Context: an optimization exercise on an open-source flow, tuned for small area, a short achievable clock period and few clock cycles. The choices shown serve that exercise and are no tape-out recipe.
Where RTL was checked, it was by simulation tests only, not by an equivalence proof against the original.
No activity file was given, so power comes from the tool's default toggle rates.

// cmd_rx_check
module cmd_rx_check (
    input  wire         clk,
    input  wire         rst,           
    input  wire         in_valid,
    output wire         in_ready,
    input  wire [63:0]  in_data,
    input  wire         in_last,
    input  wire [3:0]   in_nbytes,     
    output reg          out_valid,
    output wire [2:0]   out_kind,
    output wire [7:0]   out_status,
    output wire [127:0] out_hdr
);
Size: ~1,700 cells after synthesis, ~380 flip-flops, roughly 18,000 µm² of cells after synthesis.
clock: 11.0 ns
lec_check: 0
cap_margin: 20
core_margin: 2
core_utilization: 40
place_density: 0.6
slew_margin: 20
synth_hierarchical: 1
synth_minimum_keep_size: 0
standard.sh (not shown) runs the stock make flow with config.mk's settings and CLKGATE_MAP_FILE= SYNTH_SCRIPT=/design/flow/synth_recipe.tcl, a recipe that flattens the netlist after the stock synthesis.
==> flow/flow/run.sh <==
#!/bin/bash
set -euo pipefail
MARGIN=$(cat flow/margin.txt)
bash standard.sh synth > synth.log 2>&1
bash standard.sh SETUP_SLACK_MARGIN=$MARGIN \
    "BUFFER_PORTS_ARGS=-buffer_cell sky130_fd_sc_hd__buf_2" finish > layout.log 2>&1
==> flow/flow/margin.txt <==
7.5
Testbench counts at the start, summed over its fixed seeds: cycles 87,214.
Edit:
--- a/flow/design.v
+++ b/flow/design.v
@@ -198,53 +198,49 @@
         else
             out_valid <= v_last;
     end
     always @(posedge clk) begin
         v_kind <= kind;
         v_st1  <= st1;
         v_st0  <= st0;
         v_st3  <= st3;
     end
-    wire cap_lo   = r2_lo;
-    wire cap_hi   = r2_hi && r2_b1;
-    wire hold_cap = !r2_lo;                  
-    wire hold_lo  = !(r2_lo || reply_now);   
-    wire hold_adr = !r2_hi;                  
-    wire hold_par = !(r2_hi || pexp_now);    
-    reg [127:0] h_cap, h_hold, h_rep;
+    wire [63:0] beat_hi = r2_b1 ? r2_d : 64'd0;
+    reg [127:0] hdr_n;
+    reg [127:0] hdr_en;
     always @(*) begin
-        h_cap[63:0]    = {64{cap_lo}};
-        h_cap[127:64]  = {64{cap_hi}};
-        h_hold         = {128{hold_lo}};
-        h_hold[31:8]   = {24{hold_cap}};
-        h_hold[48]     = hold_cap;
-        h_hold[51:50]  = {2{hold_cap}};
-        h_hold[95:64]  = {32{hold_adr}};
-        h_hold[127:96] = {32{hold_par}};
-        h_rep          = 128'd0;
-        h_rep[1]       = reply_now;                
-        h_rep[54]      = reply_now;                
-        h_rep[56]      = reply_now && st0;         
-        h_rep[57]      = reply_now && st1;
-        h_rep[59]      = reply_now && st3;
-        h_rep[111:96]  = {16{pexp_now}} & expected;
+        hdr_n[7:0]     = r2_lo ? r2_d[7:0] : 8'h02;
+        hdr_n[47:32]   = r2_lo ? r2_d[47:32] : 16'd0;
+        hdr_n[49]      = r2_lo && r2_d[49];
+        hdr_n[55:52]   = r2_lo ? r2_d[55:52] : 4'b0100;
+        hdr_n[63:56]   = r2_lo ? r2_d[63:56] : {4'd0, st3, 1'b0, st1, st0};
+        hdr_en[7:0]    = {8{r2_lo || reply_now}};
+        hdr_en[47:32]  = {16{r2_lo || reply_now}};
+        hdr_en[49]     = r2_lo || reply_now;
+        hdr_en[55:52]  = {4{r2_lo || reply_now}};
+        hdr_en[63:56]  = {8{r2_lo || reply_now}};
+        hdr_n[31:8]    = r2_d[31:8];
+        hdr_n[48]      = r2_d[48];
+        hdr_n[51:50]   = r2_d[51:50];
+        hdr_en[31:8]   = {24{r2_lo}};
+        hdr_en[48]     = r2_lo;
+        hdr_en[51:50]  = {2{r2_lo}};
+        hdr_n[95:64]   = beat_hi[31:0];
+        hdr_en[95:64]  = {32{r2_hi}};
+        hdr_n[127:96]  = r2_hi ? beat_hi[63:32] : {16'd0, expected};
+        hdr_en[127:96] = {32{r2_hi || pexp_now}};
     end
     wire [127:0] hdr_d;
+    wire [127:0] hdr_hold = ~hdr_en;
     generate
         for (gi = 0; gi < 128; gi = gi + 1) begin : g_hdr
-            if (gi == 1 || gi == 54 || gi == 56 || gi == 57 || gi == 59 ||
-                (gi >= 96 && gi < 112)) begin : g_rep
-                a221o_g u (.a1(h_cap[gi]), .a2(r2_d[gi % 64]), .b1(h_hold[gi]),
-                           .b2(hdr[gi]), .c1(h_rep[gi]), .x(hdr_d[gi]));
-            end else begin : g_norep
-                a22o_g u (.a1(h_cap[gi]), .a2(r2_d[gi % 64]), .b1(h_hold[gi]),
-                          .b2(hdr[gi]), .x(hdr_d[gi]));
-            end
+            a22o_g u (.a1(hdr_en[gi]), .a2(hdr_n[gi]), .b1(hdr_hold[gi]), .b2(hdr[gi]),
+                      .x(hdr_d[gi]));
         end
     endgenerate
     always @(posedge clk)
         hdr <= hdr_d;
     wire accept = out_valid && (v_kind == K_ACCEPT);
     wire [15:0] seq_c;             
     assign seq_c[0] = 1'b1;
     generate
         for (gi = 1; gi < 16; gi = gi + 1) begin : g_seqc
@@ -1363,16 +1359,12 @@
 module x2 (input wire a, input wire b, output wire y);
     assign y = a ^ b;
 endmodule
 module nor2_g (input wire a, input wire b, output wire y);
     assign y = !(a || b);
 endmodule
 module nand4_g (input wire a, input wire b, input wire c, input wire d, output wire y);
     assign y = !(a && b && c && d);
 endmodule
-module a221o_g (input wire a1, input wire a2, input wire b1, input wire b2, input wire c1,
-                output wire x);
-    assign x = (a1 && a2) || (b1 && b2) || c1;
-endmodule
 module a22o_g (input wire a1, input wire a2, input wire b1, input wire b2, output wire x);
     assign x = (a1 && a2) || (b1 && b2);
 endmodule
Setup slack is better by 0.0070 ns; design area increases by a few percent; via count goes up by a few percent; sequential share of layout area went down by 0.86 points; non-clock buffer count shrinks by 5; global-route usage falls by 0.49 points; sequential power falls by a few percent.
Only the layout flow was run in the second run of this note; the RTL was not checked for function there.

[static timing again, ports no longer ideal]
No port has a modelled driver above. Below, the same layouts with a new extraction and two added sets of constraints.
Step 1 (the two cells are an assumption about what drives the block):
set clk [get_ports {clk}]
set_driving_cell -lib_cell sky130_fd_sc_hd__clkbuf_16 $clk
set_driving_cell -lib_cell sky130_fd_sc_hd__buf_2 [delete_from_list [all_inputs] $clk]
Step 2, shift: input delay + t, output delay - t, t = (earliest + latest rising clock arrival at the registers) / 2. This alone moves slack from input paths to output paths.
Three values: no drivers, after step 1, after step 2; two values: the first two.
run	t (ns)	slack for setup (ns)	slew at the worst register clock pin (ns)
the first run	0.621	7.537 / 7.480 / 7.293	0.06 / 0.06
the second run	0.628	7.544 / 7.486 / 7.258	0.06 / 0.06
After both steps setup and hold are still met in every run listed. For the second run, which loses most, drivers alone change the setup slack by -0.058 ns; drivers and shift together by -0.286 ns.
